This is an optimization exercise on Yosys and OpenROAD, whose aim is small area, a short achievable clock period and few clock cycles per item, not a production implementation. At most, simulation tests tie the RTL to the original design; equivalence was not proved. Function not checked in run 1: the RTL went through the layout flow alone. No activity file was given, so power comes from the tool's default toggle rates.

## flow/design.v (module list and top-level ports; edited modules follow where they fit)
// module lattice_interp: 1479 lines
// module lattice_fa: 10 lines
module lattice_interp (
  input  wire        clk,
  input  wire        rst,
  input  wire        in_valid,
  input  wire [63:0] in_x,         
  output reg         in_ready,
  output reg         mem_rd,
  output reg  [16:0] mem_addr,
  input  wire [15:0] mem_rdata,    
  output reg         out_valid,
  output reg  [15:0] out_y
);
  // ...
==> flow/flow/run.sh <==
#!/bin/bash
# Standard layout, with plain buffers (buf_2) on the ports instead of the
# delay buffers the port-buffering step picks by default, and timing repair
# aiming at a shorter period than the 10 ns clock.
set -euo pipefail
bash standard.sh "BUFFER_PORTS_ARGS=-buffer_cell sky130_fd_sc_hd__buf_2" SETUP_SLACK_MARGIN=6.9 finish > standard.log 2>&1
==> flow/standard.sh <==
#!/bin/bash
# synth_recipe.tcl (not shown) runs the flow's synth.tcl, then flattens the netlist and writes it again
# the make line also repeats each setting of config.mk as NAME=value (left out here)
make -C /OpenROAD-flow-scripts/flow DESIGN_CONFIG=/design/flow/config.mk WORK_HOME=/design/flow/orfs CLKGATE_MAP_FILE= SYNTH_SCRIPT=/design/flow/synth_recipe.tcl "${@:-finish}"
==> flow/config.mk <==
export PLATFORM = sky130hd
export DESIGN_NAME = lattice_interp
export DESIGN_NICKNAME = lattice_interp
export VERILOG_FILES = /design/flow/design.v
export SDC_FILE = /design/flow/constraint.sdc
export NUM_CORES = 4
export LEC_CHECK = 0
export CAP_MARGIN = 20
export CORE_MARGIN = 2
export CORE_UTILIZATION = 40
export CTS_BUF_LIST = sky130_fd_sc_hd__clkbuf_16
export CTS_CLUSTER_DIAMETER = 80
export CTS_CLUSTER_SIZE = 25
export SLEW_MARGIN = 20
export SYNTH_HIERARCHICAL = 1
==> flow/constraint.sdc <==
create_clock -name core_clock -period 10.0 [get_ports {clk}]
set_input_delay 2.0000 -clock core_clock [delete_from_list [all_inputs] [get_ports {clk}]]
set_output_delay 2.0000 -clock core_clock [all_outputs]
set_load 0.01 [all_outputs]
==> run_results.csv, run 1 <==
group,metric,value,unit
floorplanning,rows,84,
placed_design,placed_cell_area,0.02276,mm^2
global_routing,initial_antenna_violation_count,3,
synth,synthesized_area_fraction_occupied_by_adder_cells,31.87,%
setup_path,crit_path_top_delay_cell,"or4_4",
cells_and_area,layout.non_clock_buffers,240,
clock_network,cts_max_path_buffers,3,
synth,postSynthCellCount,1960,
placed_design,dp.cells,2677,
cells_and_area,dominant-cell-class,"multi-input gates",
sta,maxSlewViolCount,0,
outcome,status,"no timing/DRC/antenna violations",
sta,worst_pin_slew,0.9877,ns
power,comb_power_share,65.7,%
cells_and_area,clkCellAreaFrac,3.086,%
synth,synth-edff-count,80,
sta,max_slew_margin,33.55,%
setup_path,critPathLaunch,"ib[5]$_DFF_P_",
synth,netlist_top_cells_area,"dfxtp_1 21%, fa_1 19%, ha_1 13%",
synth,post-synth-top-count-cell,"dfxtp_1",
cells_and_area,num-fill-cells,4766,
sta,finalSetupTns,0,ns
clock_network,cts_sinks,303,
sta,final.min_clock_period,3.600,ns
floorplanning,die_h,235.4,um
synth,ys.flop_type,"dfxtp_1",
setup_path,r2r-start,"ib[5]$_DFF_P_",
synth,synth_seq_cells,303,
synth,synth.distinct_cells,72,
clock_network,clk_root_buffer_cell,"clkbuf_16",
cells_and_area,largest-register,"x_r",
==> run 2: changes to the inputs <==
--- a/flow/design.v
+++ b/flow/design.v
@@ -137,133 +137,19 @@
   wire ad_71 = fc ? ad_40s : inc_tp[9];
   wire ad_72 = fc ? ad_41s : inc_tp[10];
   wire ad_73 = fc ? ad_42s : inc_tp[11];
   wire ad_74 = fc ? ad_43s : inc_tp[12];
   wire ad_75 = fc ? ad_44s : inc_tp[13];
   wire ad_76 = fc ? ib[14] : inc_tp[14];
   wire ad_77 = fc ? 1'b0 : inc_tp[15];
   wire ad_78 = fc ? 1'b0 : inc_tp[16];
-  wire ad_79 = ad_45 ^ ad_62;
-  wire ad_80 = ad_46 ^ ad_63;
-  wire ad_81 = ad_47 ^ ad_64;
-  wire ad_82 = ad_48 ^ ad_65;
-  wire ad_83 = ad_49 ^ ad_66;
-  wire ad_84 = ad_50 ^ ad_67;
-  wire ad_85 = ad_51 ^ ad_68;
-  wire ad_86 = ad_52 ^ ad_69;
-  wire ad_87 = ad_53 ^ ad_70;
-  wire ad_88 = ad_54 ^ ad_71;
-  wire ad_89 = ad_55 ^ ad_72;
-  wire ad_90 = ad_56 ^ ad_73;
-  wire ad_91 = ad_57 ^ ad_74;
-  wire ad_92 = ad_58 ^ ad_75;
-  wire ad_93 = ad_59 ^ ad_76;
-  wire ad_94 = ad_60 ^ ad_77;
-  wire ad_95 = ad_61 ^ ad_78;
-  wire ad_96 = ad_45 & ad_62;
-  wire ad_97 = ad_46 & ad_63;
-  wire ad_98 = ad_47 & ad_64;
-  wire ad_99 = ad_48 & ad_65;
-  wire ad_100 = ad_49 & ad_66;
-  wire ad_101 = ad_50 & ad_67;
-  wire ad_102 = ad_51 & ad_68;
-  wire ad_103 = ad_52 & ad_69;
-  wire ad_104 = ad_53 & ad_70;
-  wire ad_105 = ad_54 & ad_71;
-  wire ad_106 = ad_55 & ad_72;
-  wire ad_107 = ad_56 & ad_73;
-  wire ad_108 = ad_57 & ad_74;
-  wire ad_109 = ad_58 & ad_75;
-  wire ad_110 = ad_59 & ad_76;
-  wire ad_111 = ad_60 & ad_77;
-  wire ad_112 = ad_61 & ad_78;
-  wire ad_113 = ad_97 | (ad_80 & ad_96);
-  wire ad_114 = ad_80 & ad_79;
-  wire ad_115 = ad_99 | (ad_82 & ad_98);
-  wire ad_116 = ad_82 & ad_81;
-  wire ad_117 = ad_101 | (ad_84 & ad_100);
-  wire ad_118 = ad_84 & ad_83;
-  wire ad_119 = ad_103 | (ad_86 & ad_102);
-  wire ad_120 = ad_86 & ad_85;
-  wire ad_121 = ad_105 | (ad_88 & ad_104);
-  wire ad_122 = ad_88 & ad_87;
-  wire ad_123 = ad_107 | (ad_90 & ad_106);
-  wire ad_124 = ad_90 & ad_89;
-  wire ad_125 = ad_109 | (ad_92 & ad_108);
-  wire ad_126 = ad_92 & ad_91;
-  wire ad_127 = ad_111 | (ad_94 & ad_110);
-  wire ad_128 = ad_94 & ad_93;
-  wire ad_129 = ad_98 | (ad_81 & ad_113);
-  wire ad_130 = ad_81 & ad_114;
-  wire ad_131 = ad_115 | (ad_116 & ad_113);
-  wire ad_132 = ad_116 & ad_114;
-  wire ad_133 = ad_102 | (ad_85 & ad_117);
-  wire ad_134 = ad_85 & ad_118;
-  wire ad_135 = ad_119 | (ad_120 & ad_117);
-  wire ad_136 = ad_120 & ad_118;
-  wire ad_137 = ad_106 | (ad_89 & ad_121);
-  wire ad_138 = ad_89 & ad_122;
-  wire ad_139 = ad_123 | (ad_124 & ad_121);
-  wire ad_140 = ad_124 & ad_122;
-  wire ad_141 = ad_110 | (ad_93 & ad_125);
-  wire ad_142 = ad_93 & ad_126;
-  wire ad_143 = ad_127 | (ad_128 & ad_125);
-  wire ad_144 = ad_128 & ad_126;
-  wire ad_145 = ad_100 | (ad_83 & ad_131);
-  wire ad_146 = ad_83 & ad_132;
-  wire ad_147 = ad_117 | (ad_118 & ad_131);
-  wire ad_148 = ad_118 & ad_132;
-  wire ad_149 = ad_133 | (ad_134 & ad_131);
-  wire ad_150 = ad_134 & ad_132;
-  wire ad_151 = ad_135 | (ad_136 & ad_131);
-  wire ad_152 = ad_136 & ad_132;
-  wire ad_153 = ad_108 | (ad_91 & ad_139);
-  wire ad_154 = ad_91 & ad_140;
-  wire ad_155 = ad_125 | (ad_126 & ad_139);
-  wire ad_156 = ad_126 & ad_140;
-  wire ad_157 = ad_141 | (ad_142 & ad_139);
-  wire ad_158 = ad_142 & ad_140;
-  wire ad_159 = ad_143 | (ad_144 & ad_139);
-  wire ad_160 = ad_144 & ad_140;
-  wire ad_161 = ad_104 | (ad_87 & ad_151);
-  wire ad_162 = ad_87 & ad_152;
-  wire ad_163 = ad_121 | (ad_122 & ad_151);
-  wire ad_164 = ad_122 & ad_152;
-  wire ad_165 = ad_137 | (ad_138 & ad_151);
-  wire ad_166 = ad_138 & ad_152;
-  wire ad_167 = ad_139 | (ad_140 & ad_151);
-  wire ad_168 = ad_140 & ad_152;
-  wire ad_169 = ad_153 | (ad_154 & ad_151);
-  wire ad_170 = ad_154 & ad_152;
-  wire ad_171 = ad_155 | (ad_156 & ad_151);
-  wire ad_172 = ad_156 & ad_152;
-  wire ad_173 = ad_157 | (ad_158 & ad_151);
-  wire ad_174 = ad_158 & ad_152;
-  wire ad_175 = ad_159 | (ad_160 & ad_151);
-  wire ad_176 = ad_160 & ad_152;
-  wire ad_177 = ad_112 | (ad_95 & ad_175);
-  wire ad_178 = ad_95 & ad_176;
-  wire ad_179 = ad_80 ^ ad_96;
-  wire ad_180 = ad_81 ^ ad_113;
-  wire ad_181 = ad_82 ^ ad_129;
-  wire ad_182 = ad_83 ^ ad_131;
-  wire ad_183 = ad_84 ^ ad_145;
-  wire ad_184 = ad_85 ^ ad_147;
-  wire ad_185 = ad_86 ^ ad_149;
-  wire ad_186 = ad_87 ^ ad_151;
-  wire ad_187 = ad_88 ^ ad_161;
-  wire ad_188 = ad_89 ^ ad_163;
-  wire ad_189 = ad_90 ^ ad_165;
-  wire ad_190 = ad_91 ^ ad_167;
-  wire ad_191 = ad_92 ^ ad_169;
-  wire ad_192 = ad_93 ^ ad_171;
-  wire ad_193 = ad_94 ^ ad_173;
-  wire ad_194 = ad_95 ^ ad_175;
-  assign addr_nx = {ad_194, ad_193, ad_192, ad_191, ad_190, ad_189, ad_188, ad_187, ad_186, ad_185, ad_184, ad_183, ad_182, ad_181, ad_180, ad_179, ad_79};
+  wire [16:0] ad_x = {ad_61, ad_60, ad_59, ad_58, ad_57, ad_56, ad_55, ad_54, ad_53, ad_52, ad_51, ad_50, ad_49, ad_48, ad_47, ad_46, ad_45};
+  wire [16:0] ad_y = {ad_78, ad_77, ad_76, ad_75, ad_74, ad_73, ad_72, ad_71, ad_70, ad_69, ad_68, ad_67, ad_66, ad_65, ad_64, ad_63, ad_62};
+  lattice_add17 ad_cpa (.a(ad_x), .b(ad_y), .y(addr_nx));
   wire [3:0]  bs = act ? top : 4'd0;
   wire [15:0] b  = ({16{bs[0]}} & f0) | ({16{bs[1]}} & f1) |
                    ({16{bs[2]}} & f2) | ({16{bs[3]}} & f3);
   reg  [15:0] b_r, b_rr, w_reg, w2;
   reg         fc_d;
   wire [15:0] wa = fc_d ? 16'hffff : b_rr;
   wire [15:0] wn;
   wire ws_1 = wa[0] ^ ~b_r[0];
@@ -1482,8 +1368,15 @@
   input  wire b,
   input  wire c,
   output wire s,
   output wire co
 );
   assign s  = a ^ b ^ c;
   assign co = (a & b) | (a & c) | (b & c);
 endmodule
+module lattice_add17 (
+  input  wire [16:0] a,
+  input  wire [16:0] b,
+  output wire [16:0] y
+);
+  assign y = a + b;
+endmodule
==> flow/flow/run.sh (replaced) <==
#!/bin/bash
# Standard layout, with plain buffers (buf_2) on the ports instead of the
# delay buffers the port-buffering step picks by default, and timing repair
# aiming at a shorter period than the 10 ns clock.
set -euo pipefail
bash standard.sh "BUFFER_PORTS_ARGS=-buffer_cell sky130_fd_sc_hd__buf_2" SETUP_SLACK_MARGIN=6.3 finish > standard.log 2>&1
==> run 2 against run 1 <==
Against the previous run:
- hold slack better by 0.0022 ns
- synthesized cell count is 2.7% higher
- via count fell by 1.3%
- clock skew fell by 0.0074 ns
- area after synthesis up 1.1%
- final area decreased by 6.6%
- sequential cell count did not move
- critical path depth fell by 6
- cell count is 1.9% lower
- highest routed layer is now met4
- wire length fell by 6.1%
- combinational power fell by 12%
==> run_results.csv, run 2 <==
group,metric,value,unit
outcome,status,"no timing/DRC/antenna violations",
placed_design,place.port_buffers,118,
setup_path,reg2reg_depth,7,
sta,clock-skew-final,0.01459,ns
clock_network,hold_buffers,0,
clock_network,cts_sinks,303,
cells_and_area,ff_latch_area,0.006887,mm^2
synth,synth-edff-count,80,
sta,worst_pin_slew,1.096,ns
clock_network,cts_max_path_buffers,3,
placed_design,dp.cells,2733,
cells_and_area,largest-register,"x_r",
sta,final-setup-viol-count,0,
power,power.density,376.2,mW/mm^2
routing,route.final.wire_length,56140,um
setup_path,reg2reg_to,"accn_c[20]$_DFF_P_",
synth,synth_seq_cells,303,
clock_network,htreeDepth,1,
sta,max_freq,279.5,MHz
global_routing,grt_start_max_net_pins,70,
floorplanning,die_width,236.7,um
setup_path,worst-endpoint-arrival,4.02,ns
synth,synth.cell_area,0.02167,mm^2
global_routing,vias_in_the_first_global_route,15800,
clock_network,worst_skew_pair.late_latency,0.56,ns
setup_path,worstPathMaxFanout,15,
placed_design,dpl.hpwl,44380,um
power,comb_power_share,62.0,%
power,internal-power,0.004957,W
run,maxCapViolations,0,
cells_and_area,largest_reg_flops,64,
routing,vias_per_cell,5.455,
synth,netlist_top_cells_area,"dfxtp_1 21%, fa_1 19%, ha_1 13%",
routing,detail_route.drc_violations,0,
synth,ys_seq_area_share,31.69,%
cells_and_area,layout-drive-gt1-share,13.57,%
cells_and_area,nNetsFinal,2566,
synth,synth.distinct_cells,71,
worst_hold_path,worstHoldPathType,"flip-flop to flip-flop",
synth,post-synth-top-count-cell,"dfxtp_1",
synth,synth_top_cell_area_share,20.61,%
power,max-vdd-ir-drop,0.2048,mV
sta,finalHoldViolations,0,
power,power,0.008895,W
synth,ys.flop_type,"dfxtp_1",
placed_design,gpl.final_weighted_congestion,0.9254,
routing,drt-initial-drc-count,1019,
cells_and_area,largestRegisters,"x_r: 64 flops, accn_c: 32 flops, accn_s: 32 flops",
floorplanning,pin_count,119,
floorplanning,die_h,236.7,um
power,power_leakage,9.993,nW
setup_path,setup.worst_path.end_class,"flip-flop",
floorplanning,core_area,0.05371,mm^2
cells_and_area,layout.cells.most_common,"ha_1",
synth,postSynthCellCount,2013,
synth,synthesis.area_per_instance,10.76,um^2
cells_and_area,num-fill-cells,5057,
setup_path,r2r-start,"bneg[3]$_DFF_P_",
sta,min_period_over_period,35.78,%
setup_path,critPathLaunch,"bneg[3]$_DFF_P_",
power,power_switching_share,44.28,%
setup_path,critPathKind,"flip-flop to flip-flop",
synth,yosys_warnings,7,
global_routing,grt_use_total,20.33,%
sta,finalSetupTns,0,ns
floorplanning,die_area,0.05604,mm^2
setup_path,ff2ff_setup_slack,6.42,ns
routing,detailedRoute.firstPassIterationCount,5,
cells_and_area,most-common-layout-cells,"218 x ha_1, 207 x dfxtp_1, 203 x fa_1",
floorplanning,rows,85,
routing,avgRoutedWirePerCell,20.23,um
sta,max_slew_margin,26.25,%
global_routing,grt_overflow,0,
sta,final_critical_path_setup_slack,6.422,ns
routing,drtAntennaViolNets,0,
cells_and_area,area_growth_syn_to_layout,9.125,%
power,seq_power_share,26.4,%
placed_design,post_place_worst_slack,5.985,ns
clock_network,clk_root_buffer_cell,"clkbuf_16",
sta,maxSlewViolCount,0,
global_routing,initial_antenna_violation_count,3,
floorplanning,starting_density_of_the_core,40.34,%
cells_and_area,multi_input_combinational_cell_area,0.01381,mm^2
synth,yosys.area.top_type,"dfxtp_1",
cells_and_area,final_cells,2775,
setup_path,critPathLaunchType,"flip-flop",
synth,synth_top_cells_by_count,"223 x dfxtp_1, 218 x ha_1, 203 x fa_1",
sta,final.min_clock_period,3.578,ns
clock_network,tritoncts,"yes",
synth,synthArstFlopShare,0,%
routing,detailroute.via_count,15140,
power,switching_power,0.003938,W
setup_path,worst_setup_path_endpoint,"accn_c[20]$_DFF_P_",
clock_network,cts_inserted_buffers,23,
sta,setup_repair_after_global_routing_missed_its_margin,"yes",
clock_network,path_clk_slew,0.09,ns
power,power.clock.fraction,11.7,%
setup_path,worstPathRequired,10.44,ns
global_routing,global_route_wire_length_before_repair,89590,um
[run 2: cell types whose count changed in the layout (fill, tap and decap cells not counted), sizes merged, moves of 5 or more]
cell and change:
a21oi +6, a22o -16, xnor2 +5, nor2 -7, nand2 +28, a211oi +7
clkinv -6, a221o -15, a22oi +33, nand4 +5, a21o +7, buf -111
[run 2: worst min path at each step]
stage | startpoint | end | slack [ns] | cells past startpoint
floorplan | first2$_DFF_P_ | first3$_DFF_P_ | 0.31 | 0
global placement | w_reg[7]$_DFF_P_ | w2[7]$_DFF_P_ | 0.31 | 0
detailed placement | w_reg[1]$_DFF_P_ | w2[1]$_DFF_P_ | 0.31 | 0
CTS | w_reg[5]$_DFF_P_ | w2[5]$_DFF_P_ | 0.32 | 0
global route | w_reg[5]$_DFF_P_ | w2[5]$_DFF_P_ | 0.32 | 0
finish | w_reg[5]$_DFF_P_ | w2[5]$_DFF_P_ | 0.33 | 0
[run 2: cell families (layout without fill, tap and decap cells)]
group | count (synthesis) | count (layout) | share of synthesized area (%)
fa+ha+maj | 421 | 421 | 31.35
flops | 303 | 303 | 31.69
xor+xnor | 207 | 207 | 8.368
simple gates | 401 | 401 | 9.754
mux | 27 | 27 | 1.398
other cells | 1 | 3 | 0.01731
compound gates | 394 | 394 | 12.83
buf+inv | 259 | 323 | 4.597
[run 2: routing by layer]
layer	routed length [um]	share of wire (%)	global-route usage, %	vias up
li1	-	-	-	7109
met1	24490	44	26.71	7494
met2	26790	48	34.55	444
met3	2928	5.2	2.705	90
met4	1940	3.5	6.924	0
met5	0	0	0	-
[run 2: area by class of cell]
cell class                 instances  area share [%]
multi-input combinational       1452           58.42
inverter                         156           2.487
timing repair buffer             126           2.768
antenna                            1         0.01058
sequential                       303           29.13
clock buffer                      23           2.434
clock inverter                    18           1.064
tap                              696           3.683
[run 2: Yosys stat by module, one instance, submodules excluded]
module | cells | area (um^2)
lattice_fa | 1 | 20.02
lattice_interp | 1722 | 17080
lattice_add17 | 100 | 762.0
[run 2: repair_timing]
item,CTS,global route
gates resized for setup,2,19
pin swaps,0,0
buffers inserted,0,0
setup endpoints to repair,16,21
hold endpoints to repair,0,0
[run 2: power groups by stage]
stage | sequential, W | combinational (W) | clock, W
after floorplan | 0.00205 | 0.00432 | 0
after global placement | 0.00235 | 0.00532 | 0
after detailed placement | 0.00236 | 0.00557 | 0
after CTS | 0.00233 | 0.00559 | 0.00108
after global routing | 0.00239 | 0.00645 | 0.00112
final | 0.00235 | 0.00551 | 0.00104
[run 2: through the flow]
step | cell area [um^2] | util [%] | hold WS, ns
4_1_cts | 23610 | 43.96 | 0.3195
5_1_grt | 23640 | 44.02 | 0.3195
6_report | 23640 | 44.02 | 0.3304
3_5_place_dp | 22780 | 42.42 | 0.3121
3_3_place_gp | 22780 | 42.42 | 0.3102
2_1_floorplan | 21670 | - | 0.3096
[run 2: worst max-delay path, stage by stage (launching register included)]
cell and delay [ns]:
dfxtp_1 0.57, inv_2 0.30, xnor2_1 0.33, fa_1 0.47, fa_1 0.47, fa_1 0.39
fa_1 0.50, fa_1 0.41
Testbench counts of run 2, summed over its fixed seeds: cycles 8,968, items 2,048.
==> run 3: changes to the inputs <==
==> flow/flow/run.sh (replaced) <==
#!/bin/bash
# Standard layout, with plain buffers (buf_2) on the ports instead of the
# delay buffers the port-buffering step picks by default, and timing repair
# aiming at a shorter period than the 10 ns clock.
set -euo pipefail
bash standard.sh "BUFFER_PORTS_ARGS=-buffer_cell sky130_fd_sc_hd__buf_2" SETUP_SLACK_MARGIN=6.9 finish > standard.log 2>&1
==> run 3 against run 2 <==
Against the previous run:
- global-route usage increased by 0.83 points
- fmax increased by 8.1%
- clock power decreased by 8%
- combinational power increased by 13%
- sequential cell count unchanged
- area after synthesis unchanged
- non-clock buffer count increased by 89
- first-iteration DRC count decreased by 23%
- synthesized cell count unchanged
- via count increased by 3.4%
- register-to-register slack improved by 0.27 ns
- total power increased by 6.5%
- critical path type unchanged
- largest power group unchanged
==> run_results.csv, run 3 <==
group,metric,value,unit
setup_path,critPathKind,"flip-flop to flip-flop",
clock_network,cts_inserted_buffers,22,
placed_design,gpl.final_weighted_congestion,0.9250,
setup_path,crit_top_cell,"fa_1",
sta,worst_pin_slew,1.031,ns
routing,detail_route.drc_violations,0,
cells_and_area,area_growth_syn_to_layout,16.47,%
clock_network,htreeDepth,1,
synth,synth.distinct_cells,71,
routing,wl_met3,3464,um
clock_network,cts_max_path_buffers,3,
routing,route.top_layer_used,"met5",
placed_design,place.port_buffers,118,
clock_network,cts_sinks,303,
floorplanning,pin_count,119,
sta,final-setup-viol-count,0,
clock_network,hold_buffers,0,
run,maxCapViolations,0,
setup_path,worstPathCellList,"buf_12 -> or2_4 -> fa_2 -> fa_1 -> fa_2 -> fa_1 -> fa_1",
global_routing,grt_use_total,21.16,%
placed_design,dpl.hpwl,44470,um
synth,synth_seq_cells,303,
synth,postSynthCellCount,2013,
cells_and_area,final_cells,2865,
routing,route.final.wire_length,60030,um
power,power.clock.fraction,10.1,%
synth,synth.cell_area,0.02167,mm^2
clock_network,path_clk_slew,0.09,ns
cells_and_area,nNetsFinal,2657,
synth,yosys.area.top_type,"dfxtp_1",
routing,avgRoutedWirePerCell,20.95,um
routing,vias_per_cell,5.464,
synth,post-synth-top-count-cell,"dfxtp_1",
clock_network,clk_root_buffer_cell,"clkbuf_16",
synth,yosys_warnings,7,
power,max-vdd-ir-drop,0.2950,mV
setup_path,worstPathRequired,10.43,ns
power,seq_power_share,24.4,%
global_routing,global_route_wire_length_before_repair,92480,um
synth,ys.flop_type,"dfxtp_1",
clock_network,tritoncts,"yes",
sta,maxSlewViolCount,0,
floorplanning,rows,85,
setup_path,setup.worst_path.end_class,"flip-flop",
sta,finalSetupTns,0,ns
synth,ys_seq_area_share,31.69,%
global_routing,vias_in_the_first_global_route,16220,
power,comb_power_share,65.4,%
cells_and_area,layout.cells.most_common,"ha_1",
cells_and_area,most-common-layout-cells,"204 x ha_1, 166 x dfxtp_1, 149 x a22oi_1",
floorplanning,die_h,236.7,um
setup_path,worstPathMaxFanout,15,
synth,netlist_top_cells_area,"dfxtp_1 21%, fa_1 19%, ha_1 13%",
power,power_leakage,10.54,nW
placed_design,dp.cells,2733,
synth,synthArstFlopShare,0,%
routing,detailroute.via_count,15650,
setup_path,crit_path_top_delay_cell,"fa_2",
synth,synth_top_cells_by_count,"223 x dfxtp_1, 218 x ha_1, 203 x fa_1",
global_routing,initial_antenna_violation_count,3,
cells_and_area,antenna_cells,0,
routing,met2RoutedLength,29220,um
clock_network,worst_skew_pair.late_latency,0.57,ns
sta,setup_repair_after_global_routing_missed_its_margin,"yes",
worst_hold_path,worstHoldPathType,"flip-flop to flip-flop",
sta,finalHoldViolations,0,
floorplanning,core_area,0.05371,mm^2
cells_and_area,largest-register,"x_r",
setup_path,worst-endpoint-arrival,3.74,ns
routing,detailedRoute.firstPassIterationCount,5,
outcome,status,"no timing/DRC/antenna violations",
power,power.density,375.4,mW/mm^2
power,power_switching_share,43.73,%
sta,clock-skew-final,0.03126,ns
synth,synth-edff-count,80,
sta,max_slew_margin,30.62,%
floorplanning,starting_density_of_the_core,40.34,%
cells_and_area,layout-drive-gt1-share,24.85,%
global_routing,grt_overflow,0,
global_routing,grt_start_max_net_pins,69,
floorplanning,die_width,236.7,um
sta,final.min_clock_period,3.310,ns
sta,max_freq,302.1,MHz
routing,drtAntennaViolNets,0,
setup_path,critPathLaunchType,"flip-flop",
floorplanning,die_area,0.05604,mm^2
power,internal-power,0.005330,W
setup_path,delay_of_the_slowest_cell_on_the_worst_path,0.56,ns
sta,min_period_over_period,33.10,%
cells_and_area,largest_reg_flops,64,
synth,synth_top_cell_area_share,20.61,%
setup_path,ff2ff_setup_slack,6.69,ns
power,switching_power,0.004142,W
synth,synthesis.area_per_instance,10.76,um^2
routing,drt-initial-drc-count,784,
routing,met1Wirelength,24750,um
cells_and_area,largestRegisters,"x_r: 64 flops, accn_c: 32 flops, accn_s: 32 flops",
[run 3: through the flow]
step | utilization, % | hold WS (ns) | area [um^2] | setup WS, ns | power [W]
global route | 46.98 | 0.3315 | 25230 | 6.629 | 0.01050
floorplan | - | 0.3096 | 21860 | 6.710 | 0.006426
global placement | 42.53 | 0.3103 | 22840 | 6.004 | 0.007731
CTS | 45.40 | 0.3300 | 24380 | 6.687 | 0.009232
finish | 46.98 | 0.3292 | 25230 | 6.690 | 0.009472
detailed placement | 42.53 | 0.3121 | 22840 | 5.975 | 0.007968
[run 3: logic make-up (layout without fill, tap and decap cells)]
| logic type | count (synthesis) | in the layout | synth area share (%) |
|---|---|---|---|
| adders and majority gates | 421 | 421 | 31.35 |
| and+or+nand+nor | 401 | 404 | 9.754 |
| AOI/OAI and AO/OA | 394 | 394 | 12.83 |
| DFF | 303 | 303 | 31.69 |
| buffers and inverters | 259 | 411 | 4.597 |
| xor gates and xnor gates | 207 | 207 | 8.368 |
| muxes | 27 | 27 | 1.398 |
| other | 1 | 2 | 0.01731 |
[run 3: power by group through the flow]
stage / registers [W] / clock network, W / logic [W]
after global routing: 0.00235 / 0.00104 / 0.00710
after CTS: 0.00231 / 0.000995 / 0.00593
after detailed placement: 0.00238 / 0 / 0.00559
final: 0.00231 / 0.000961 / 0.00620
after floorplan: 0.00205 / 0 / 0.00437
after global placement: 0.00237 / 0 / 0.00536
[run 3: worst paths after layout]
check              startpoint                 end  depth (start not counted)
max            first3$_DFF_P_  accn_c[19]$_DFF_P_                          7
min          w_reg[9]$_DFF_P_       w2[9]$_DFF_P_                          0
max reg2reg    first3$_DFF_P_  accn_c[19]$_DFF_P_                          7
min reg2reg  w_reg[9]$_DFF_P_       w2[9]$_DFF_P_                          0
[run 3: metal layers]
layer | vias to the layer above | track usage, %
li1 | 7319 | -
met1 | 7706 | 26.72
met2 | 490 | 36.83
met3 | 132 | 3.194
met4 | 6 | 7.442
met5 | - | 0
[run 3: worst max-delay path: cells and delay by family, from the launching register on]
kind / cells / cell delay, ns
fa+ha+maj: 5 / 2.42
buf+inv: 1 / 0.14
simple gates: 1 / 0.25
flops: 1 / 0.36
[run 3: per-module statistics from Yosys, one instance, submodules excluded]
module | cell area, um^2 | flip-flops and latches | times used | cells inside
lattice_interp | 17080 | 303 | 1 | 1722
lattice_add17 | 762.0 | 0 | 1 | 100
lattice_fa | 20.02 | 0 | 191 | 1
[run 3: what timing repair did]
item                                    4_1_cts  5_1_grt
endpoints found under the setup margin       98       89
pin swaps                                    31       91
setup buffers                                43       41
gates cloned                                  3        5
gates resized for setup                     141      123
[run 3: layout make-up]
cell class	instances	area [um^2]
flip-flops and latches	303	7025
repair buffers	215	1480
clock buffers	23	575.6
well taps	696	870.8
fillers	4944	28470
clock inverters	17	176.4
multi-input cells	1455	14500
inverters	156	610.6
==> run 4: changes to the inputs <==
==> flow/flow/run.sh (replaced) <==
#!/bin/bash
# Standard layout, with plain buffers (buf_2) on the ports instead of the
# delay buffers the port-buffering step picks by default, and timing repair
# aiming at a shorter period than the 10 ns clock.
set -euo pipefail
bash standard.sh "BUFFER_PORTS_ARGS=-buffer_cell sky130_fd_sc_hd__buf_2" SETUP_SLACK_MARGIN=6.6 finish > standard.log 2>&1
--- a/flow/config.mk
+++ b/flow/config.mk
@@ -9,7 +9,7 @@
 export CORE_MARGIN = 2
 export CORE_UTILIZATION = 40
 export CTS_BUF_LIST = sky130_fd_sc_hd__clkbuf_16
-export CTS_CLUSTER_DIAMETER = 80
-export CTS_CLUSTER_SIZE = 25
+export CTS_CLUSTER_DIAMETER = 90
+export CTS_CLUSTER_SIZE = 30
 export SLEW_MARGIN = 20
 export SYNTH_HIERARCHICAL = 1
==> run 4 against run 3 <==
Against the previous run:
- die area unchanged
- total power down 5.6%
- clock-buffer cell count down 4
- register-to-register slack worse by 0.02 ns
==> run_results.csv, run 4 <==
group,metric,value,unit
power,power.density,373.2,mW/mm^2
cells_and_area,most-common-layout-cells,"213 x ha_1, 191 x fa_1, 175 x dfxtp_1",
floorplanning,die_h,236.7,um
synth,synthArstFlopShare,0,%
sta,finalSetupTns,0,ns
routing,vias_per_cell,5.445,
global_routing,vias_in_the_first_global_route,15670,
sta,final-setup-viol-count,0,
clock_network,htreeDepth,1,
cells_and_area,area_growth_syn_to_layout,10.56,%
global_routing,grt_start_max_net_pins,69,
setup_path,worstPathRequired,10.44,ns
synth,postSynthCellCount,2013,
routing,route.final.wire_length,57280,um
routing,avgRoutedWirePerCell,20.57,um
synth,synth_top_cells_by_count,"223 x dfxtp_1, 218 x ha_1, 203 x fa_1",
sta,max_freq,300.4,MHz
floorplanning,starting_density_of_the_core,40.34,%
setup_path,worstPathMaxFanout,16,
sta,maxSlewViolCount,0,
placed_design,gpl.final_weighted_congestion,0.9082,
floorplanning,die_width,236.7,um
synth,synth.distinct_cells,71,
worst_hold_path,worstHoldPathType,"flip-flop to flip-flop",
routing,drt-initial-drc-count,769,
sta,clock-skew-final,0.02021,ns
power,max-vdd-ir-drop,0.2059,mV
sta,finalHoldViolations,0,
synth,post-synth-top-count-cell,"dfxtp_1",
floorplanning,rows,85,
sta,min_period_over_period,33.28,%
routing,detail_route.drc_violations,0,
synth,synthesis.area_per_instance,10.76,um^2
routing,detailedRoute.firstPassIterationCount,5,
clock_network,cts_inserted_buffers,19,
cells_and_area,layout-drive-gt1-share,16.95,%
power,power,0.008939,W
clock_network,clk_root_buffer_cell,"clkbuf_16",
floorplanning,die_area,0.05604,mm^2
cells_and_area,stdcell_area,0.02395,mm^2
routing,detailroute.via_count,15170,
clock_network,cts_max_path_buffers,3,
sta,setup_repair_after_global_routing_missed_its_margin,"yes",
setup_path,critPathKind,"flip-flop to flip-flop",
global_routing,grt_use_total,20.31,%
sta,final.min_clock_period,3.328,ns
clock_network,tritoncts,"yes",
setup_path,worst-endpoint-arrival,3.77,ns
global_routing,initial_antenna_violation_count,3,
cells_and_area,largest_reg_flops,64,
synth,synth_seq_cells,303,
synth,synth.cell_area,0.02167,mm^2
global_routing,global_route_wire_length_before_repair,88620,um
sta,worst_pin_slew,0.8597,ns
synth,netlist_top_cells_area,"dfxtp_1 21%, fa_1 19%, ha_1 13%",
placed_design,placed_cell_area,0.02278,mm^2
placed_design,dpl.hpwl,44200,um
outcome,status,"no timing/DRC/antenna violations",
synth,ys.flop_type,"dfxtp_1",
placed_design,place.port_buffers,118,
power,power_leakage,10.03,nW
cells_and_area,layout.cells.most_common,"ha_1",
sta,max_slew_margin,42.16,%
synth,synth_top_cell_area_share,20.61,%
run,maxCapViolations,0,
clock_network,path_clk_slew,0.11,ns
setup_path,setup.worst_path.end_class,"flip-flop",
synth,yosys_warnings,7,
floorplanning,core_area,0.05371,mm^2
clock_network,worst_skew_pair.late_latency,0.56,ns
setup_path,critPathLaunchType,"flip-flop",
cells_and_area,largestRegisters,"x_r: 64 flops, accn_c: 32 flops, accn_s: 32 flops",
floorplanning,pin_count,119,
clock_network,cts_sinks,303,
cells_and_area,nNetsFinal,2580,
routing,drtAntennaViolNets,0,
cells_and_area,largest-register,"x_r",
synth,yosys.area.top_type,"dfxtp_1",
global_routing,grt_overflow,0,
clock_network,hold_buffers,0,
synth,synth-edff-count,80,
synth,ys_seq_area_share,31.69,%
-- run 4: cell counts after synthesis --
No cell type changed its count.
-- run 4: path summary, 6_finish.rpt --
path / startpoint / to / slack (ns) / cells after the start
setup / recovery: first3$_DFF_P_ / accn_c[21]$_DFF_P_ / 6.67 / 7
hold / removal: w_reg[0]$_DFF_P_ / w2[0]$_DFF_P_ / 0.33 / 0
setup reg to reg: first3$_DFF_P_ / accn_c[21]$_DFF_P_ / 6.67 / 7
hold reg to reg: w_reg[0]$_DFF_P_ / w2[0]$_DFF_P_ / 0.33 / 0
-- run 4: modules after synthesis (local to each module, per instance) --
module / times used / cells / area, um^2 / flip-flops and latches
lattice_fa: 191 / 1 / 20.02 / 0
lattice_add17: 1 / 100 / 762.0 / 0
lattice_interp: 1 / 1722 / 17080 / 303
-- run 4: critical path, stage by stage (launching register included) --
cell     delay (ns)
dfxtp_4        0.37
buf_12         0.14
or2_2          0.31
fa_2           0.54
fa_2           0.46
fa_1           0.48
fa_1           0.50
fa_1           0.41
-- run 4: cells by family (layout without fill, tap and decap cells) --
| family | after synthesis | in the layout | share of synthesized area, % |
|---|---|---|---|
| AOI/OAI and AO/OA | 394 | 394 | 12.83 |
| xor gates and xnor gates | 207 | 207 | 8.368 |
| adders and majority gates | 421 | 421 | 31.35 |
| buffers and inverters | 259 | 333 | 4.597 |
| DFF | 303 | 303 | 31.69 |
| muxes | 27 | 27 | 1.398 |
| other | 1 | 3 | 0.01731 |
| and+or+nand+nor | 401 | 401 | 9.754 |
-- run 4: through the flow --
step	hold slack [ns]	util [%]	setup WS, ns	instances
after global routing	0.3361	44.59	6.595	2784
final	0.3301	44.60	6.672	2785
after detailed placement	0.3121	42.42	5.934	2733
after global placement	0.3106	42.42	5.994	2733
after floorplan	0.3096	-	6.608	2014
after CTS	0.3301	43.94	6.584	2766
-- run 4: cell type report --
| cell class | count | area, um^2 |
|---|---|---|
| fillers | 5018 | 29750 |
| multi-input cells | 1452 | 13950 |
| flip-flops and latches | 303 | 6989 |
| well taps | 696 | 870.8 |
| repair buffers | 144 | 840.8 |
| inverters | 156 | 605.6 |
| clock buffers | 19 | 475.5 |
| clock inverters | 14 | 217.7 |
| diodes | 1 | 2.502 |
-- run 4: power breakdown --
| part | total (W) | internal (W) | switching [W] |
|---|---|---|---|
| registers | 0.00236 | 0.00185 | 0.000504 |
| clock network | 0.000902 | 0.000392 | 0.000510 |
| logic | 0.00568 | 0.00270 | 0.00298 |
| total | 0.00894 | 0.00495 | 0.00399 |
-- run 4: timing repair --
action,4_1_cts,5_1_grt
buffers inserted,0,16
cloned,0,2
pin swaps,6,20
setup endpoints to repair,48,50
gates resized for setup,59,67
-- run 4: routing by layer --
layer / up-vias / global-route usage [%] / share of wire (%)
li1: 7148 / - / -
met1: 7442 / 25.91 / 42
met2: 478 / 34.88 / 49
met3: 93 / 3.159 / 5.3
met4: 4 / 7.326 / 3.7
met5: - / 0 / 0.038
==> run 5: changes to the inputs <==
--- a/flow/config.mk
+++ b/flow/config.mk
@@ -9,7 +9,7 @@
 export CORE_MARGIN = 2
 export CORE_UTILIZATION = 40
 export CTS_BUF_LIST = sky130_fd_sc_hd__clkbuf_16
-export CTS_CLUSTER_DIAMETER = 90
-export CTS_CLUSTER_SIZE = 30
+export CTS_CLUSTER_DIAMETER = 80
+export CTS_CLUSTER_SIZE = 25
 export SLEW_MARGIN = 20
 export SYNTH_HIERARCHICAL = 1
==> run 5 against run 4 <==
Against the previous run:
- non-clock buffer count is 3 higher
- wire length is 0.49% higher
- area after synthesis stayed put
- via count hardly changed
- sequential cell count stayed put
- clock-buffer cell count is 5 higher
- first-iteration DRC count is 3.5% higher
- clock power is 14% higher
- sequential share of layout area is 0.24 points lower
- register-to-register slack hardly changed
- utilization is 0.32 points higher
- final area is 0.73% higher
- largest cell class unchanged
==> run_results.csv, run 5 <==
group,metric,value,unit
outcome,status,"no timing/DRC/antenna violations",
setup_path,critPathLaunchType,"flip-flop",
placed_design,post_place_worst_slack,5.934,ns
routing,detailedRoute.firstPassIterationCount,5,
sta,min_period_over_period,33.15,%
sta,worst_pin_slew,0.8653,ns
sta,max_freq,301.6,MHz
cells_and_area,area_growth_syn_to_layout,11.36,%
sta,finalSetupTns,0,ns
synth,synthesis.area_per_instance,10.76,um^2
global_routing,grt_start_max_net_pins,69,
routing,avgRoutedWirePerCell,20.59,um
synth,yosys_warnings,7,
floorplanning,die_h,236.7,um
synth,synth_top_cell_area_share,20.61,%
setup_path,delay_of_the_slowest_cell_on_the_worst_path,0.60,ns
setup_path,critPathKind,"flip-flop to flip-flop",
cells_and_area,most-common-layout-cells,"213 x ha_1, 195 x fa_1, 175 x dfxtp_1",
synth,yosys.area.top_type,"dfxtp_1",
clock_network,cts_inserted_buffers,23,
setup_path,worstPathRequired,10.45,ns
floorplanning,pin_count,119,
setup_path,crit_top_cell,"fa_1",
global_routing,grt_use_total,20.38,%
clock_network,clk_root_buffer_cell,"clkbuf_16",
synth,synth.cell_area,0.02167,mm^2
floorplanning,starting_density_of_the_core,40.34,%
sta,final_critical_path_setup_slack,6.685,ns
cells_and_area,largestRegisters,"x_r: 64 flops, accn_c: 32 flops, accn_s: 32 flops",
floorplanning,core_area,0.05371,mm^2
synth,synth_seq_cells,303,
synth,synth_top_cells_by_count,"223 x dfxtp_1, 218 x ha_1, 203 x fa_1",
routing,drt-initial-drc-count,796,
sta,setup_repair_after_global_routing_missed_its_margin,"yes",
run,maxCapViolations,0,
synth,synthArstFlopShare,0,%
setup_path,worst_path_dominant_cell_family,"adder cells",
global_routing,grtUsageMet2,34.96,%
setup_path,cp_num_buf_inv,1,
routing,vias_per_cell,5.428,
setup_path,worst-endpoint-arrival,3.76,ns
sta,finalHoldViolations,0,
placed_design,gpl.final_weighted_congestion,0.9082,
cells_and_area,num-fill-cells,5004,
routing,drtAntennaViolNets,0,
placed_design,place.port_buffers,118,
setup_path,setup.worst_path.end_class,"flip-flop",
synth,post-synth-top-count-cell,"dfxtp_1",
power,power.density,376.2,mW/mm^2
synth,synth-edff-count,80,
sta,final.min_clock_period,3.315,ns
setup_path,worstPathCellList,"buf_12 -> or2_2 -> fa_2 -> fa_1 -> fa_1 -> fa_1 -> fa_1",
global_routing,global_route.usage.met1,26.11,%
synth,postSynthCellCount,2013,
cells_and_area,layout.cells.most_common,"ha_1",
synth,synth.distinct_cells,71,
floorplanning,rows,85,
power,power_leakage,10.12,nW
routing,detailroute.via_count,15180,
power,max-vdd-ir-drop,0.2029,mV
global_routing,global_route_wire_length_before_repair,88980,um
sta,clock-skew-final,0.01713,ns
clock_network,cts_sinks,303,
clock_network,htreeDepth,1,
setup_path,worstPathMaxFanout,16,
cells_and_area,largest-register,"x_r",
sta,final-setup-viol-count,0,
routing,route.final.wire_length,57560,um
clock_network,cts_max_path_buffers,3,
cells_and_area,layout-drive-gt1-share,17.39,%
cells_and_area,largest_reg_flops,64,
global_routing,initial_antenna_violation_count,3,
global_routing,grt_overflow,0,
synth,netlist_top_cells_area,"dfxtp_1 21%, fa_1 19%, ha_1 13%",
global_routing,grt.busiest_layer,"met2",
global_routing,grtUsageMet3,2.891,%
floorplanning,die_width,236.7,um
synth,ys_seq_area_share,31.69,%
placed_design,dpl.hpwl,44200,um
synth,ys.flop_type,"dfxtp_1",
sta,max_slew_margin,41.78,%
setup_path,crit_path_top_delay_cell,"fa_1",
routing,detail_route.drc_violations,0,
clock_network,hold_buffers,0,
clock_network,worst_skew_pair.late_latency,0.57,ns
sta,hold_slack,0.3224,ns
clock_network,tritoncts,"yes",
global_routing,vias_in_the_first_global_route,15750,
cells_and_area,nNetsFinal,2587,
worst_hold_path,worstHoldPathType,"flip-flop to flip-flop",
floorplanning,die_area,0.05604,mm^2
clock_network,path_clk_slew,0.09,ns
sta,maxSlewViolCount,0,
run 5: cell counts after synthesis:
No cell type changed its count.
run 5: modules after synthesis (local to each module, per instance):
module | cells inside | times used | flip-flops and latches
lattice_fa | 1 | 191 | 0
lattice_interp | 1722 | 1 | 303
lattice_add17 | 100 | 1 | 0
run 5: logic make-up (layout without fill, tap and decap cells):
family                     after synthesis  in the layout  synth area share (%)
adders and majority gates              421            421                 31.35
and+or+nand+nor                        401            401                 9.754
AOI/OAI and AO/OA                      394            394                 12.83
DFF                                    303            303                 31.69
buffers and inverters                  259            344                 4.597
xor gates and xnor gates               207            207                 8.368
muxes                                   27             27                 1.398
other                                    1              3               0.01731
run 5: routing by layer:
layer | wire, um | share of wire (%)
met2 | 28140 | 49
met5 | 24 | 0.042
met4 | 2098 | 3.6
met1 | 24170 | 42
met3 | 3126 | 5.4
run 5: layout make-up:
cell class | count | area [um^2] | area share (%)
diodes | 1 | 2.502 | 0.01037
clock buffers | 24 | 600.6 | 2.489
inverters | 156 | 605.6 | 2.510
flip-flops and latches | 303 | 6982 | 28.94
multi-input cells | 1452 | 13960 | 57.84
repair buffers | 147 | 870.8 | 3.609
well taps | 696 | 870.8 | 3.609
clock inverters | 17 | 239.0 | 0.9905
run 5: final timing paths:
| path | slack (ns) | depth (start not counted) | start | to |
|---|---|---|---|---|
| setup / recovery | 6.68 | 7 | first3$_DFF_P_ | accn_c[22]$_DFF_P_ |
| hold / removal | 0.32 | 0 | w_reg[6]$_DFF_P_ | w2[6]$_DFF_P_ |
| setup reg to reg | 6.68 | 7 | first3$_DFF_P_ | accn_c[22]$_DFF_P_ |
| hold reg to reg | 0.32 | 0 | w_reg[6]$_DFF_P_ | w2[6]$_DFF_P_ |
run 5: repair_timing:
| action | 4_1_cts | 5_1_grt |
|---|---|---|
| pin swaps | 6 | 22 |
| gates cloned | 0 | 2 |
| endpoints found under the setup margin | 45 | 56 |
| buffers inserted | 0 | 19 |
| resized for setup | 54 | 70 |
run 5: metrics by stage:
stage                     power, W  cells  util [%]  area, um^2
final                     0.009076   2796     44.92       24130
after global routing       0.01017   2795     44.92       24120
after CTS                 0.009086   2774     44.20       23740
after detailed placement  0.007985   2733     42.42       22780
after global placement    0.007689   2733     42.42       22780
after floorplan           0.006375   2014         -       21690
run 5: report_power, final:
group	leakage (nW)	total (W)	internal, W	switching, W
logic	7.04	0.00569	0.00271	0.00298
registers	2.68	0.00236	0.00185	0.000507
clock network	0.405	0.00103	0.000485	0.000546
run 5: worst register-to-register path: cells and delay by family (launching register included):
kind          cells  cell delay (ns)
fa+ha+maj         5             2.37
buf+inv           1             0.14
flops             1             0.36
simple gates      1             0.32
==> run 6: changes to the inputs <==
==> flow/flow/run.sh (replaced) <==
#!/bin/bash
# Standard layout, with plain buffers (buf_1) on the ports instead of the
# delay buffers the port-buffering step picks by default, and timing repair
# aiming at a shorter period than the 10 ns clock.
set -euo pipefail
bash standard.sh "BUFFER_PORTS_ARGS=-buffer_cell sky130_fd_sc_hd__buf_1" SETUP_SLACK_MARGIN=6.6 finish > standard.log 2>&1
==> run 6 against run 5 <==
Against the previous run:
- still clean
- cell count down 0.21%
- sequential share of layout area up 0.41 points
- fmax down 1.5%
- clock-buffer cell count down 2
==> run_results.csv, run 6 <==
group,metric,value,unit
synth,postSynthCellCount,2013,
synth,yosys.area.top_type,"dfxtp_1",
setup_path,setup.worst_path.end_class,"flip-flop",
global_routing,grt_use_total,20.54,%
floorplanning,core_area,0.05371,mm^2
cells_and_area,layout-drive-gt1-share,11.04,%
clock_network,htreeDepth,1,
power,power.clock.fraction,10.6,%
sta,clock-skew-final,0.02966,ns
setup_path,worstPathMaxFanout,16,
power,power.density,377.8,mW/mm^2
clock_network,cts_inserted_buffers,21,
synth,ys_seq_area_share,31.69,%
clock_network,clk_root_buffer_cell,"clkbuf_16",
sta,min_period_over_period,33.66,%
sta,max_slew_margin,31.82,%
synth,synth-edff-count,80,
synth,ys.flop_type,"dfxtp_1",
synth,synth_seq_cells,303,
synth,yosys_warnings,7,
global_routing,grt_overflow,0,
sta,setup_repair_after_global_routing_missed_its_margin,"yes",
routing,detailedRoute.firstPassIterationCount,5,
cells_and_area,largestRegisters,"x_r: 64 flops, accn_c: 32 flops, accn_s: 32 flops",
sta,finalSetupTns,0,ns
sta,final-setup-viol-count,0,
cells_and_area,nNetsFinal,2582,
global_routing,vias_in_the_first_global_route,15950,
sta,max_freq,297.0,MHz
placed_design,placed_cell_area,0.02263,mm^2
synth,synthesis.area_per_instance,10.76,um^2
floorplanning,pin_count,119,
global_routing,global_route_wire_length_before_repair,90280,um
synth,synth.distinct_cells,71,
clock_network,hold_buffers,0,
placed_design,gpl.final_weighted_congestion,0.9027,
routing,detail_route.drc_violations,0,
routing,vias_per_cell,5.485,
cells_and_area,stdcell_area,0.02382,mm^2
outcome,status,"no timing/DRC/antenna violations",
routing,drt-initial-drc-count,886,
routing,detailroute.via_count,15300,
synth,synth_top_cells_by_count,"223 x dfxtp_1, 218 x ha_1, 203 x fa_1",
floorplanning,die_h,236.7,um
synth,netlist_top_cells_area,"dfxtp_1 21%, fa_1 19%, ha_1 13%",
power,internal-power,0.005002,W
placed_design,place.port_buffers,118,
synth,post-synth-top-count-cell,"dfxtp_1",
routing,route.final.wire_length,57270,um
cells_and_area,largest_reg_flops,64,
global_routing,grt_start_max_net_pins,70,
clock_network,tritoncts,"yes",
floorplanning,starting_density_of_the_core,40.34,%
cells_and_area,area_growth_syn_to_layout,9.927,%
sta,final.min_clock_period,3.366,ns
sta,finalHoldViolations,0,
power,power_switching_share,44.40,%
run,maxCapViolations,0,
routing,avgRoutedWirePerCell,20.53,um
cells_and_area,largest-register,"x_r",
routing,drtAntennaViolNets,0,
power,switching_power,0.003995,W
worst_hold_path,worstHoldPathType,"flip-flop to flip-flop",
power,seq_power_share,26.3,%
clock_network,path_clk_slew,0.09,ns
placed_design,dpl.hpwl,44290,um
synth,synthArstFlopShare,0,%
cells_and_area,most-common-layout-cells,"213 x ha_1, 194 x fa_1, 177 x dfxtp_1",
clock_network,worst_skew_pair.late_latency,0.57,ns
cells_and_area,layout.cells.most_common,"ha_1",
floorplanning,die_width,236.7,um
sta,worst_pin_slew,1.013,ns
sta,maxSlewViolCount,0,
setup_path,critPathKind,"flip-flop to flip-flop",
setup_path,worstPathRequired,10.44,ns
setup_path,critPathLaunchType,"flip-flop",
synth,synth.cell_area,0.02167,mm^2
power,max-vdd-ir-drop,0.2375,mV
floorplanning,rows,85,
setup_path,worst-endpoint-arrival,3.80,ns
power,power_leakage,9.744,nW
power,comb_power_share,63.1,%
cells_and_area,num-fill-cells,5093,
floorplanning,die_area,0.05604,mm^2
synth,synth_top_cell_area_share,20.61,%
global_routing,initial_antenna_violation_count,3,
clock_network,cts_sinks,303,
clock_network,cts_max_path_buffers,3,
run 6: cell counts after synthesis:
No cell type changed its count.
run 6: metrics by stage:
step | instances | setup slack, ns | power, W | hold slack, ns | utilization (%)
2_1_floorplan | 2014 | 6.608 | 0.006375 | 0.3096 | -
3_3_place_gp | 2733 | 6.009 | 0.007691 | 0.3105 | 42.14
3_5_place_dp | 2733 | 5.976 | 0.007983 | 0.3121 | 42.14
4_1_cts | 2775 | 6.600 | 0.009000 | 0.3304 | 43.85
5_1_grt | 2789 | 6.589 | 0.01000 | 0.3369 | 44.34
6_report | 2790 | 6.634 | 0.008997 | 0.3283 | 44.34
run 6: layer usage:
layer	track usage, %	wire length (um)
met3	2.635	3254
met5	0	27
met4	8.017	2293
met2	34.89	27620
met1	26.64	24080
run 6: cell type report:
class	count	area (um^2)	area share, %
Timing Repair Buffer	144	704.4	2.958
Antenna cell	1	2.502	0.01051
Clock inverter	16	193.9	0.8143
Tap cell	696	870.8	3.656
Clock buffer	22	550.5	2.312
Inverter	156	598.1	2.511
Multi-Input combinational cell	1452	13910	58.39
Sequential cell	303	6989	29.35
run 6: modules after synthesis (local to each module, per instance):
module,flops+latches,cells,area (um^2),copies in the design
lattice_add17,0,100,762.0,1
lattice_fa,0,1,20.02,191
lattice_interp,303,1722,17080,1
run 6: critical path, cell delays in order (launching register included):
cell     delay [ns]
dfxtp_4        0.36
buf_12         0.14
or2_2          0.32
fa_2           0.58
fa_1           0.44
fa_1           0.47
fa_1           0.51
fa_1           0.41
run 6: what timing repair did:
item | 4_1_cts | 5_1_grt
setup endpoints to repair | 49 | 50
pin swaps | 5 | 24
gates cloned | 2 | 0
setup buffers | 2 | 14
resized for setup | 50 | 65
run 6: logic make-up (layout without fill, tap and decap cells):
| logic type | count (synthesis) | count (layout) | share of synthesized area (%) |
|---|---|---|---|
| mux | 27 | 27 | 1.398 |
| xor+xnor | 207 | 207 | 8.368 |
| simple gates | 401 | 401 | 9.754 |
| compound gates | 394 | 394 | 12.83 |
| flops | 303 | 303 | 31.69 |
| fa+ha+maj | 421 | 421 | 31.35 |
| buf+inv | 259 | 338 | 4.597 |
| other cells | 1 | 3 | 0.01731 |
run 6: final timing paths:
| kind | from | slack [ns] | cells past startpoint | end |
|---|---|---|---|---|
| setup reg to reg | first3$_DFF_P_ | 6.63 | 7 | accn_c[19]$_DFF_P_ |
| hold reg to reg | w_reg[3]$_DFF_P_ | 0.33 | 0 | w2[3]$_DFF_P_ |
| setup / recovery | first3$_DFF_P_ | 6.63 | 7 | accn_c[19]$_DFF_P_ |
| hold / removal | w_reg[3]$_DFF_P_ | 0.33 | 0 | w2[3]$_DFF_P_ |
run 6: power groups by stage:
stage / logic [W] / clock network [W] / registers (W)
after floorplan: 0.00432 / 0 / 0.00205
after global placement: 0.00532 / 0 / 0.00237
after detailed placement: 0.00561 / 0 / 0.00238
after CTS: 0.00565 / 0.000994 / 0.00236
after global routing: 0.00656 / 0.00104 / 0.00240
final: 0.00568 / 0.000957 / 0.00236
==> run 7: changes to the inputs <==
==> flow/flow/run.sh (replaced) <==
#!/bin/bash
# Standard layout, with plain buffers (buf_1) on the ports instead of the
# delay buffers the port-buffering step picks by default, and timing repair
# aiming at a shorter period than the 10 ns clock.
set -euo pipefail
bash standard.sh "BUFFER_PORTS_ARGS=-buffer_cell sky130_fd_sc_hd__buf_1" SETUP_SLACK_MARGIN=6.7 finish > standard.log 2>&1
--- a/flow/config.mk
+++ b/flow/config.mk
@@ -9,7 +9,7 @@
 export CORE_MARGIN = 2
 export CORE_UTILIZATION = 40
 export CTS_BUF_LIST = sky130_fd_sc_hd__clkbuf_16
-export CTS_CLUSTER_DIAMETER = 80
-export CTS_CLUSTER_SIZE = 25
+export CTS_CLUSTER_DIAMETER = 90
+export CTS_CLUSTER_SIZE = 30
 export SLEW_MARGIN = 20
 export SYNTH_HIERARCHICAL = 1
==> run 7 against run 6 <==
Against the previous run:
- sequential power down 2%
- critical path type unchanged
- hold slack worse by 0.013 ns
- sequential cell count unchanged
- largest cell class unchanged
- critical path depth unchanged
- final area up 2.0%
- non-clock buffer count up 24
- total power up 1.8%
- clock-buffer cell count down 2
- wire length up 2.1%
- cell count up 0.68%
- via count down 0.22%
==> run_results.csv, run 7 <==
group,metric,value,unit
outcome,status,"no timing/DRC/antenna violations",
synth,synthesis.area_per_instance,10.76,um^2
setup_path,worstPathMaxFanout,16,
setup_path,worstPathRequired,10.44,ns
floorplanning,die_h,236.7,um
clock_network,worst_skew_pair.late_latency,0.57,ns
synth,synth_seq_cells,303,
clock_network,cts_sinks,303,
setup_path,worst_path_dominant_cell_family,"adder cells",
power,power_leakage,9.887,nW
floorplanning,die_area,0.05604,mm^2
floorplanning,starting_density_of_the_core,40.34,%
floorplanning,die_width,236.7,um
cells_and_area,largest_reg_flops,64,
routing,detail_route.drc_violations,0,
cells_and_area,most-common-layout-cells,"210 x ha_1, 171 x fa_1, 171 x dfxtp_1",
power,internal-power,0.005094,W
power,comb_power_share,64.4,%
routing,drt-initial-drc-count,982,
synth,yosys.area.top_type,"dfxtp_1",
cells_and_area,num-fill-cells,4989,
sta,setup_repair_after_global_routing_missed_its_margin,"yes",
cells_and_area,nNetsFinal,2604,
placed_design,gpl.final_weighted_congestion,0.8967,
cells_and_area,layout.cells.most_common,"ha_1",
clock_network,cts_inserted_buffers,19,
routing,route.final.wire_length,58470,um
routing,vias_per_cell,5.436,
power,max-vdd-ir-drop,0.2112,mV
global_routing,grt_start_max_net_pins,70,
setup_path,crit_top_cell,"fa_1",
floorplanning,rows,85,
power,seq_power_share,25.4,%
synth,netlist_top_cells_area,"dfxtp_1 21%, fa_1 19%, ha_1 13%",
global_routing,grt_use_total,20.98,%
synth,post-synth-top-count-cell,"dfxtp_1",
sta,clock-skew-final,0.03485,ns
cells_and_area,layout-drive-gt1-share,14.15,%
placed_design,post_place_worst_slack,5.959,ns
floorplanning,core_area,0.05371,mm^2
synth,synth-edff-count,80,
global_routing,global_route_wire_length_before_repair,91570,um
clock_network,htreeDepth,1,
synth,synth_top_cell_area_share,20.61,%
cells_and_area,largestRegisters,"x_r: 64 flops, accn_c: 32 flops, accn_s: 32 flops",
power,power,0.009160,W
cells_and_area,antenna_cells,0,
global_routing,initial_antenna_violation_count,1,
clock_network,tritoncts,"yes",
setup_path,cp_num_buf_inv,1,
global_routing,vias_in_the_first_global_route,16070,
synth,synth_top_cells_by_count,"223 x dfxtp_1, 218 x ha_1, 203 x fa_1",
sta,maxSlewViolCount,0,
synth,postSynthCellCount,2013,
sta,finalHoldViolations,0,
sta,min_period_over_period,33.36,%
setup_path,critPathKind,"flip-flop to flip-flop",
run,maxCapViolations,0,
setup_path,delay_of_the_slowest_cell_on_the_worst_path,0.57,ns
routing,detailedRoute.firstPassIterationCount,6,
setup_path,worstPathCellList,"buf_12 -> or2_4 -> fa_1 -> fa_2 -> fa_1 -> fa_1 -> fa_1",
cells_and_area,multi_input_combinational_cell_area,0.01413,mm^2
setup_path,critPathLaunchType,"flip-flop",
power,power_switching_share,44.39,%
cells_and_area,area_growth_syn_to_layout,12.10,%
clock_network,path_clk_slew,0.11,ns
synth,yosys_warnings,7,
synth,synth.cell_area,0.02167,mm^2
clock_network,hold_buffers,0,
routing,avgRoutedWirePerCell,20.81,um
setup_path,crit_path_top_delay_cell,"fa_2",
sta,final-setup-viol-count,0,
synth,ys.flop_type,"dfxtp_1",
sta,worst_pin_slew,0.9630,ns
routing,detailroute.via_count,15270,
sta,max_slew_margin,35.21,%
sta,final.min_clock_period,3.336,ns
global_routing,grt_overflow,0,
placed_design,dpl.hpwl,44870,um
placed_design,place.port_buffers,118,
synth,ys_seq_area_share,31.69,%
synth,synthArstFlopShare,0,%
sta,final_critical_path_setup_slack,6.664,ns
setup_path,worst-endpoint-arrival,3.78,ns
power,power.density,377.2,mW/mm^2
cells_and_area,ff_latch_area,0.007009,mm^2
clock_network,cts_max_path_buffers,3,
power,power.clock.fraction,10.3,%
sta,max_freq,299.7,MHz
routing,drtAntennaViolNets,0,
power,switching_power,0.004067,W
cells_and_area,largest-register,"x_r",
sta,finalSetupTns,0,ns
worst_hold_path,worstHoldPathType,"flip-flop to flip-flop",
clock_network,clk_root_buffer_cell,"clkbuf_16",
synth,synth.distinct_cells,71,
floorplanning,pin_count,119,
setup_path,setup.worst_path.end_class,"flip-flop",
==> run 7: cell counts after synthesis <==
No cell type changed its count.
==> run 7: metrics by stage <==
step	utilization (%)	instances	hold WS, ns	cell area (um^2)
global placement	42.16	2733	0.3110	22640
finish	45.22	2809	0.3148	24290
floorplan	-	2014	0.3096	21760
global route	45.22	2809	0.3154	24290
detailed placement	42.16	2733	0.3121	22640
CTS	44.44	2788	0.3191	23870
==> run 7: logic make-up after synthesis <==
family	count (synthesis)	synth area share [%]
XOR/XNOR	207	8.368
other	1	0.01731
adder cells (fa/ha/maj)	421	31.35
multiplexers	27	1.398
buffers and inverters	259	4.597
AND/OR/NAND/NOR	401	9.754
AO/OA/AOI/OAI	394	12.83
flip-flops	303	31.69
==> run 7: worst paths after layout <==
kind / start / slack (ns) / cells after the start / to
setup / recovery: first3$_DFF_P_ / 6.66 / 7 / accn_c[21]$_DFF_P_
hold / removal: w_reg[7]$_DFF_P_ / 0.31 / 0 / w2[7]$_DFF_P_
setup reg to reg: first3$_DFF_P_ / 6.66 / 7 / accn_c[21]$_DFF_P_
hold reg to reg: w_reg[7]$_DFF_P_ / 0.31 / 0 / w2[7]$_DFF_P_
==> run 7: cell type report <==
cell class / instances / area share (%)
Inverter: 156 / 2.504
Multi-Input combinational cell: 1452 / 58.19
Clock buffer: 20 / 2.061
Tap cell: 696 / 3.586
Sequential cell: 303 / 28.86
Clock inverter: 14 / 0.9891
Timing Repair Buffer: 168 / 3.807
==> run 7: repair_timing <==
action | CTS | global route
setup endpoints to repair | 70 | 57
endpoints found under the hold margin | 0 | 0
pin swaps | 18 | 47
resized for setup | 110 | 73
cloned | 2 | 0
setup buffers | 19 | 21
==> run 7: per-module statistics from Yosys (local to each module, per instance) <==
module | cell area (um^2) | cells
lattice_add17 | 762.0 | 100
lattice_interp | 17080 | 1722
lattice_fa | 20.02 | 1
==> run 7: metal layers <==
metal,part of all wire (%),vias up,global-route usage (%)
met5,0.014,-,0
met4,3.5,2,6.885
met3,5.1,104,2.448
met2,49,472,36.64
met1,42,7499,27.05
li1,-,7193,-
==> run 7: power groups by stage <==
stage / Clock (W) / Sequential, W / Combinational, W
after global routing: 0.00102 / 0.00237 / 0.00680
final: 0.000939 / 0.00232 / 0.00590
after floorplan: 0 / 0.00205 / 0.00434
after CTS: 0.000979 / 0.00232 / 0.00581
after global placement: 0 / 0.00237 / 0.00536
after detailed placement: 0 / 0.00238 / 0.00563
==> run 7: worst register-to-register path, cell delays in order (launching register included) <==
cell	delay [ns]
dfxtp_4	0.37
buf_12	0.14
or2_4	0.26
fa_1	0.47
fa_2	0.57
fa_1	0.45
fa_1	0.55
fa_1	0.42
==> run 8: changes to the inputs <==
==> flow/flow/run.sh (replaced) <==
#!/bin/bash
# Standard layout, with plain buffers (buf_1) on the ports instead of the
# delay buffers the port-buffering step picks by default, and timing repair
# aiming at a shorter period than the 10 ns clock.
set -euo pipefail
bash standard.sh "BUFFER_PORTS_ARGS=-buffer_cell sky130_fd_sc_hd__buf_1" SETUP_SLACK_MARGIN=6.5 finish > standard.log 2>&1
==> run 8 against run 7 <==
Against the previous run:
- fmax down 1.5%
- cell count fell by 1.5%
- die area unchanged
- largest cell class unchanged
- still clean on timing, DRC and antenna
- largest power group unchanged
==> run_results.csv, run 8 <==
group,metric,value,unit
worst_hold_path,hold-path-endpoint,"w2[0]$_DFF_P_",
routing,vias_per_cell,5.436,
clock_network,cts_inserted_buffers,18,
routing,avgRoutedWirePerCell,20.37,um
sta,min_period_over_period,33.89,%
routing,detail_route.drc_violations,0,
cells_and_area,nNetsFinal,2563,
setup_path,critPathLaunchType,"flip-flop",
setup_path,worstPathCellList,"nand2_1 -> ha_1 -> fa_1 -> fa_1 -> fa_1 -> fa_1",
setup_path,reg2reg_depth,6,
sta,final-setup-viol-count,0,
sta,hold_slack,0.3295,ns
sta,maxSlewViolCount,0,
cells_and_area,final_cells,2767,
setup_path,cp_num_buf_inv,0,
power,max-vdd-ir-drop,0.1830,mV
sta,max_freq,295.1,MHz
run,maxCapViolations,0,
setup_path,crit_path_cell_count,6,
synth,ys.flop_type,"dfxtp_1",
global_routing,grt_start_max_net_pins,69,
cells_and_area,layout.cells.most_common,"ha_1",
synth,synth_top_cell_area_share,20.61,%
sta,finalSetupTns,0,ns
synth,synthesis.area_per_instance,10.76,um^2
clock_network,clk_root_buffer_cell,"clkbuf_16",
clock_network,tritoncts,"yes",
worst_hold_path,worstHoldPathType,"flip-flop to flip-flop",
outcome,status,"no timing/DRC/antenna violations",
routing,drtAntennaViolNets,0,
global_routing,initial_antenna_violation_count,1,
clock_network,cts_max_path_buffers,3,
floorplanning,rows,85,
routing,route.final.wire_length,56360,um
floorplanning,pin_count,119,
sta,worst_pin_slew,1.046,ns
setup_path,worstPathMaxFanout,17,
synth,postSynthCellCount,2013,
cells_and_area,most-common-layout-cells,"216 x ha_1, 201 x fa_1, 184 x dfxtp_1",
routing,drt-initial-drc-count,783,
sta,clock-skew-final,0.02207,ns
synth,synth-edff-count,80,
synth,synth.cell_area,0.02167,mm^2
setup_path,worst_path_dominant_cell_family,"adder cells",
setup_path,reg2reg_to,"accn_c[19]$_DFF_P_",
synth,post-synth-top-count-cell,"dfxtp_1",
floorplanning,die_width,236.7,um
placed_design,dpl.hpwl,44280,um
setup_path,setup.worst_path.end_class,"flip-flop",
setup_path,crit_path_top_delay_cell,"dfxtp_1",
setup_path,worstPathRequired,10.42,ns
setup_path,r2r-start,"w2[2]$_DFF_P_",
clock_network,htreeDepth,1,
clock_network,worst_skew_pair.late_latency,0.55,ns
floorplanning,die_h,236.7,um
worst_hold_path,whs_path_depth,0,
routing,detailedRoute.firstPassIterationCount,5,
power,power_leakage,9.600,nW
setup_path,ff2ff_setup_slack,6.61,ns
synth,netlist_top_cells_area,"dfxtp_1 21%, fa_1 19%, ha_1 13%",
global_routing,grt_overflow,0,
sta,setup_repair_after_global_routing_missed_its_margin,"yes",
setup_path,critPathKind,"flip-flop to flip-flop",
setup_path,critPathLaunch,"w2[2]$_DFF_P_",
synth,synth_top_cells_by_count,"223 x dfxtp_1, 218 x ha_1, 203 x fa_1",
cells_and_area,area_growth_syn_to_layout,8.374,%
placed_design,dp.cells,2733,
synth,synth_seq_cells,303,
cells_and_area,largestRegisters,"x_r: 64 flops, accn_c: 32 flops, accn_s: 32 flops",
floorplanning,die_area,0.05604,mm^2
cells_and_area,largest_reg_flops,64,
## run 8: changes by cell type in the layout (fill, tap and decap cells not counted), moves of 6 or more
| cell | before | now |
|---|---|---|
| fa_1 | 171 | 201 |
| dfxtp_1 | 171 | 184 |
| ha_1 | 210 | 216 |
| ha_4 | 7 | 1 |
| fa_2 | 32 | 2 |
| dfxtp_2 | 21 | 35 |
| dfxtp_4 | 31 | 4 |
| buf_4 | 42 | 8 |
## run 8: logic make-up after synthesis
family	share of synthesized area (%)
DFF	31.69
muxes	1.398
and+or+nand+nor	9.754
buffers and inverters	4.597
other	0.01731
adders and majority gates	31.35
xor gates and xnor gates	8.368
AOI/OAI and AO/OA	12.83
## run 8: cell type report
| cell class | instances | area (um^2) |
|---|---|---|
| diodes | 1 | 2.502 |
| well taps | 696 | 870.8 |
| clock buffers | 19 | 475.5 |
| flip-flops and latches | 303 | 6925 |
| clock inverters | 12 | 211.5 |
| multi-input cells | 1452 | 13850 |
| fillers | 5059 | 30230 |
| inverters | 156 | 593.1 |
| repair buffers | 128 | 548.0 |
## run 8: Yosys stat by module, one instance, submodules excluded
| module | copies in the design | area [um^2] | cells inside |
|---|---|---|---|
| lattice_interp | 1 | 17080 | 1722 |
| lattice_add17 | 1 | 762.0 | 100 |
| lattice_fa | 191 | 20.02 | 1 |
## run 8: per-layer routing
metal | share of wire [%] | global-route usage, %
met5 | 0 | 0
met4 | 3.5 | 6.732
met3 | 4.2 | 2.332
met2 | 48 | 34.49
met1 | 44 | 26.40
## run 8: where the power goes
part           total, W  leakage [nW]  internal, W  switching, W
sequential      0.00236          2.67      0.00184      0.000516
clock          0.000888         0.329     0.000407      0.000481
combinational   0.00550          6.60      0.00260       0.00290
total           0.00875          9.60      0.00485       0.00390
## run 8: through the flow
stage	utilization (%)	cell area (um^2)	total power (W)	setup slack [ns]
2_1_floorplan	-	21670	0.006372	6.499
6_report	43.72	23480	0.008749	6.611
3_3_place_gp	42.14	22630	0.007661	6.036
5_1_grt	43.71	23480	0.009789	6.487
4_1_cts	43.50	23360	0.008810	6.450
3_5_place_dp	42.14	22630	0.007887	5.962
## run 8: how the worst max path moves through the flow
stage                                      end  slack, ns
after global routing      mem_addr[16]$_DFF_P_       6.49
after detailed placement    accn_c[20]$_DFF_P_       5.96
after floorplan             accn_c[22]$_DFF_P_       6.50
after global placement      accn_c[20]$_DFF_P_       6.04
after CTS                   accn_c[20]$_DFF_P_       6.45
final                       accn_c[19]$_DFF_P_       6.61
## run 8: worst reg2reg max path, stage by stage (launching register included)
cell	delay [ns]
dfxtp_1	0.91
nand2_1	0.13
ha_1	0.27
fa_1	0.57
fa_1	0.45
fa_1	0.54
fa_1	0.41
## run 8: timing repair
action,in CTS,in global routing
pin swaps,0,3
endpoints found under the setup margin,34,43
setup buffers,0,1
gates cloned,0,1
resized for setup,28,34
